Context: an optimization exercise on an open-source flow, tuned for small area, a short achievable clock period and few clock cycles per item. The choices shown serve that exercise and are no tape-out recipe.
The RTL was checked by simulation tests, not by an equivalence proof against the original design.
Power is estimated from default activity; no workload was simulated.

==> flow/design.v <==
module c1_ldpc_enc (
    input  wire        clk,
    input  wire        rst,         
    input  wire        in_valid,
    output wire        in_ready,
    input  wire [31:0] in_data,
    output wire        out_valid,
    input  wire        out_ready,
    output wire [31:0] out_data
);
    localparam [1:0] S_IN   = 2'd0,
                     S_DRAIN = 2'd1,
                     S_CALC = 2'd2,
                     S_OUT  = 2'd3;
    reg  [1:0]   state;
    reg  [8:0]   word_cnt;    
    reg  [4:0]   out_cnt;     
    reg  [223:0] blk;         
    reg  [255:0] hold;        
    reg  [5:0]   hold_i;      
    reg          acc_busy;    
    reg  [1:0]   acc_j;       
    reg  [255:0] lam0, lam1, lam2, lam3;   
    wire in_fire  = in_valid  && in_ready;
    wire out_fire = out_valid && out_ready;
    assign in_ready  = (state == S_IN);
    assign out_valid = (state == S_OUT);
    function [31:0] brev32;
        input [31:0] w;
        integer k;
        begin
            for (k = 0; k < 32; k = k + 1)
                brev32[k] = w[31-k];
        end
    endfunction
    function [255:0] rot;
        input [255:0] v;
        input [7:0]   s;
        reg   [511:0] t;
        begin
            t   = {v, v} >> s;
            rot = t[255:0];
        end
    endfunction
    wire blk_last_word = (word_cnt[2:0] == 3'd7);
    wire [7:0] base  = {hold_i[4:0], 3'b000} - {2'b00, hold_i} + 8'd3;
    wire [9:0] prod  = {2'b00, base} * ({8'd0, acc_j} + 10'd1);
    wire [7:0] shamt = prod[7:0];
    wire [255:0] rotated = rot(hold, shamt);
    wire         acc_en  = acc_busy && (hold_i[1:0] != acc_j);
    wire [255:0] p0 = lam0 ^ lam1 ^ lam2 ^ lam3;
    wire [255:0] p1 = lam0 ^ rot(p0, 8'd1);
    wire [255:0] p2 = lam1 ^ p0 ^ p1;
    wire [255:0] p3 = lam3 ^ rot(p0, 8'd1);
    reg  [255:0] out_blk;
    always @(*) begin
        case (out_cnt[4:3])
            2'd0:    out_blk = lam0;
            2'd1:    out_blk = lam1;
            2'd2:    out_blk = lam2;
            default: out_blk = lam3;
        endcase
    end
    wire [31:0] out_word = out_blk[out_cnt[2:0]*32 +: 32];
    assign out_data = brev32(out_word);
    always @(posedge clk) begin
        if (rst) begin
            state    <= S_IN;
            word_cnt <= 9'd0;
            out_cnt  <= 5'd0;
            acc_busy <= 1'b0;
            acc_j    <= 2'd0;
            lam0     <= 256'd0;
            lam1     <= 256'd0;
            lam2     <= 256'd0;
            lam3     <= 256'd0;
        end else begin
            if (acc_busy) begin
                if (acc_en) begin
                    case (acc_j)
                        2'd0:    lam0 <= lam0 ^ rotated;
                        2'd1:    lam1 <= lam1 ^ rotated;
                        2'd2:    lam2 <= lam2 ^ rotated;
                        default: lam3 <= lam3 ^ rotated;
                    endcase
                end
                acc_j <= acc_j + 2'd1;
                if (acc_j == 2'd3)
                    acc_busy <= 1'b0;
            end
            case (state)
                S_IN: begin
                    if (in_fire) begin
                        word_cnt <= word_cnt + 9'd1;
                        if (!blk_last_word) begin
                            blk[word_cnt[2:0]*32 +: 32] <= brev32(in_data);
                        end else begin
                            hold     <= {brev32(in_data), blk};
                            hold_i   <= word_cnt[8:3];
                            acc_busy <= 1'b1;
                            acc_j    <= 2'd0;
                            if (word_cnt == 9'd511)
                                state <= S_DRAIN;
                        end
                    end
                end
                S_DRAIN: begin
                    if (!acc_busy)
                        state <= S_CALC;
                end
                S_CALC: begin
                    lam0    <= p0;
                    lam1    <= p1;
                    lam2    <= p2;
                    lam3    <= p3;
                    out_cnt <= 5'd0;
                    state   <= S_OUT;
                end
                S_OUT: begin
                    if (out_fire) begin
                        out_cnt <= out_cnt + 5'd1;
                        if (out_cnt == 5'd31) begin
                            lam0  <= 256'd0;
                            lam1  <= 256'd0;
                            lam2  <= 256'd0;
                            lam3  <= 256'd0;
                            state <= S_IN;
                        end
                    end
                end
                default: state <= S_IN;
            endcase
        end
    end
endmodule
==> flow/run.sh <==
#!/bin/bash
# synth_recipe.tcl (not shown) runs the flow's synth.tcl, then flattens the netlist and writes it again
# the make line also repeats each setting of config.mk as NAME=value (left out here)
make -C /OpenROAD-flow-scripts/flow DESIGN_CONFIG=/design/flow/config.mk WORK_HOME=/design/flow/orfs CLKGATE_MAP_FILE= SYNTH_SCRIPT=/design/flow/synth_recipe.tcl finish
==> flow/config.mk <==
export PLATFORM = sky130hd
export DESIGN_NAME = c1_ldpc_enc
export DESIGN_NICKNAME = c1_ldpc_enc
export VERILOG_FILES = /design/flow/design.v
export SDC_FILE = /design/flow/constraint.sdc
export NUM_CORES = 4
export LEC_CHECK = 0
export CAP_MARGIN = 20
export CORE_MARGIN = 2
export CORE_UTILIZATION = 30
export PLACE_DENSITY = 0.5
export SLEW_MARGIN = 20
==> flow/constraint.sdc <==
create_clock -name core_clock -period 10.0 [get_ports {clk}]
set_input_delay 2.0000 -clock core_clock [delete_from_list [all_inputs] [get_ports {clk}]]
set_output_delay 2.0000 -clock core_clock [all_outputs]
set_load 0.01 [all_outputs]
==> flow_metrics.tcl <==
set metrics [dict create \
    coreArea_mm2 0.373 \
    grt_pass1_vias 92400 \
    root_buffer "clkbuf_16" \
    gp_congestion 1.00 \
    power.leakage_uw 0.0435 \
    viasPerCell 5.98 \
    powerDensity_mw_per_mm2 176 \
    hp-class "register to register" \
    drive_above_1_share_pct 11.9 \
    crit_arrival_ps 8200 \
    antenna_found_initial 38 \
    cp_max_fo 61 \
    internal_power_uw 13900 \
    avgSynthCellArea_um2 9.02 \
    yosysSeqAreaShare_pct 31.5 \
    design_area_mm2 0.124 \
    syn_to_final_growth_pct 10.4 \
    slowest_delay_ps 1390 \
    grt_usage_pct 24.4 \
    path_cells "inv_1 -> ha_1 -> nand2b_1 -> fa_1 -> inv_1 -> ha_1 -> fa_4 -> buf_4 -> mux4_2 -> mux2_2 -> o211ai_1 -> a21oi_1 -> mux4_2 -> nand2_1 -> xor2_1 -> o22ai_1" \
    crit_start "acc_j[0]$_SDFF_PP0_" \
    io_pins 70 \
    synthTopCellsByCount "nand2_1 (1515), dfxtp_1 (1043), a21oi_1 (1021)" \
    slew_headroom_pct 13.6 \
    yosysTopAreaCell "dfxtp_1" \
    initial_core_util_pct 30.2 \
    wire_per_inst_um 28.4 \
    share_comb_of_total_power_pct 29.2 \
    wl_um 484000 \
    first_pass_iters 8 \
    htreeDepth 4 \
    cts_hold_buffers 0 \
    ant_nets 0 \
    path_delay_family "adder cells" \
    ys_ff_latch 1529 \
    critPathCaptureType "register" \
    skew_ps 69.4 \
    syn_area_mm2 0.112 \
    power.switching_uw 7940 \
    layout_min_cycle_time_ps 7440 \
    hold_violations 0 \
    synth_edf_count 486 \
    cts_made_buffers 191 \
    nNetsFinal 12000 \
    path_clk_slew_ps 60 \
    maxCapViolations 0 \
    synth_area_leaders "dfxtp_1 (19%), edfxtp_1 (13%), mux4_2 (13%)" \
    maxSlewViolCount 0 \
    syn_inst 12500 \
    outcome "timing/DRC/antenna clean" \
    postCtsResizedCells 0 \
    dr_total_vias 102000 \
    dieWidth_um 616 \
    first_iter_violations 12800 \
    grt_max_degree 175 \
    port-buffer-count 69 \
    synth_top_area_share_pct 18.6 \
    die_area_mm2 0.380 \
    p_seq_share_pct 38.6 \
    cp_slowest_cell "fa_4" \
    grt_overflow 0 \
    max_freq_mhz 134 \
    fin_crit_sh_pct 74.4 \
    whs_ps 433 \
    holdCritStartpoint "word_cnt[8]$_SDFFE_PP0P_" \
    drcViolationCount 0 \
    n_fill_cell 38400 \
    grt_pass1_wl_um 693000 \
    r2r_start "acc_j[0]$_SDFF_PP0_" \
    numClockSinks 1529 \
    clock_path_buffers 4 \
    synth_nets 12500 \
    ys_types 71 \
    peakVddDrop_mv 0.134 \
    cp.required_ps 10760 \
    fp.dieH_um 616 \
    synth_warnings 1 \
    crit_buf_inv 3 \
    postPlaceCellArea_mm2 0.118 \
    worst_slew_pin_slew_ps 1300 \
    setup_viol 0 \
    post_cts_buffers 0 \
    ys.flop_type "dfxtp_1" \
    yosysMostFrequentCell "nand2_1" \
    switching_share_pct 36.3 \
    cts_tree "done" \
    ys_async_sr_fraction_pct 0 \
    post-place-cells 16700 \
    clk_latency_ps 930 \
    tns_ps 0 \
    worstSetupStartpointType "register" \
    critPathKind "register to register" \
    instances_no_fill 17100 \
    pwr-share-clk_pct 32.2 \
    rsz0062_at_grt "false" \
    hpwl_um 326000 \
    rows 224 \
]
[cell usage in the layout, fill, tap and decap left out, types with 120 or more instances in the layout]
cell,Yosys,routed
buf_4,18,219
a22oi_1,183,183
nand3_1,281,280
o211ai_1,248,248
a32oi_1,145,145
nor2_1,934,924
edfxtp_1,486,486
mux2_2,179,179
mux2i_1,408,408
a22o_1,271,271
a31oi_1,265,265
o21ai_1,273,278
dfxtp_1,1043,1038
a21oi_1,1021,1018
clkbuf_16,0,194
nand2_1,1515,1509
mux4_2,627,627
and2_1,123,120
a211oi_1,148,132
o21ai_0,520,512
o22ai_1,298,298
xor2_1,915,913
nor3_1,185,184
xnor2_1,762,759
a221oi_1,127,124
a2bb2oi_1,145,145
[metal layers]
| layer | global-route usage (%) | vias to the layer above | share of wire, % |
|---|---|---|---|
| li1 | - | 45400 | - |
| met1 | 34.9 | 50900 | 44 |
| met2 | 35.0 | 5037 | 42 |
| met3 | 5.70 | 713 | 10 |
| met4 | 9.89 | 32 | 4.5 |
| met5 | 0 | - | 0.048 |
[stage by stage]
stage,utilization [%],setup WS [ps],total power (uW)
6_report,33.3,2560,21900
2_1_floorplan,-,630,13000
3_3_place_gp,31.7,2720,14800
5_1_grt,33.3,2260,22900
3_5_place_dp,31.7,2640,14800
4_1_cts,33.3,2590,21900
[layout make-up]
class                   instances  area, um^2  area share, %
inverters                      87         337          0.271
clock buffers                 282        5500           4.43
multi-input cells            9821       72900           58.7
repair buffers                324        3050           2.46
flip-flops and latches       1529       35500           28.6
diodes                         12        30.0         0.0242
well taps                    4972        6220           5.01
clock inverters                56         604          0.487
[flip-flops by register name, indices dropped and copies added (netlist names), 5 cells and up]
register and cells:
hold_i 6, hold 256, lam2 256, lam0 256
blk 224, lam1 256, lam3 256, out_cnt 5
word_cnt 9
[worst paths after layout]
kind	end	cells past startpoint	slack, ps
worst max-delay path	lam1[48]$_SDFF_PP0_	16	2560
worst min register to register	hold_i[5]$_DFFE_PP_	0	430
worst max register to register	lam1[48]$_SDFF_PP0_	16	2560
worst min-delay path	hold_i[5]$_DFFE_PP_	0	430
[power by group through the flow]
stage	registers [uW]	logic, uW	clock network [uW]
after floorplan	8240	4720	0
after global placement	8530	6240	0
after detailed placement	8530	6290	0
after CTS	8400	6330	7130
after global routing	8550	6990	7360
final	8430	6390	7050
[logic make-up after synthesis]
family	share of synthesized area (%)
compound gates	21.4
xor+xnor	13.1
fa+ha+maj	0.425
buf+inv	4.00
flops	31.5
mux	18.2
simple gates	11.4
Testbench counts, summed over its fixed seeds: cycles 26,400, rows 48.

[what the ideal ports hide]
How much do the figures lean on ideal ports? The routed layout below was timed once more, with nothing changed but the port constraints. Step 1 sets driving cells, clkbuf_16 on the clock port and buf_2 on the other inputs (assumed; they add their load-dependent delay and slew). Step 2 moves the port delays by t, midway between the first and last clock arrival at a register: inputs arrive t later, outputs are due t later. That takes back most of the time a late clock gives input paths. Three values: ideal ports, drivers, drivers and shift; two values: the first two.
t (ns): 1.007
setup slack, ns: 2.558 / 2.522 / 2.558
worst register clock-pin slew, ns: 0.07 / 0.07
cell pins on the clock port's net: 1
After both steps setup and hold are still met in this run. The setup slack of this run moves by -0.036 ns with the drivers and by 0.000 ns with both steps.
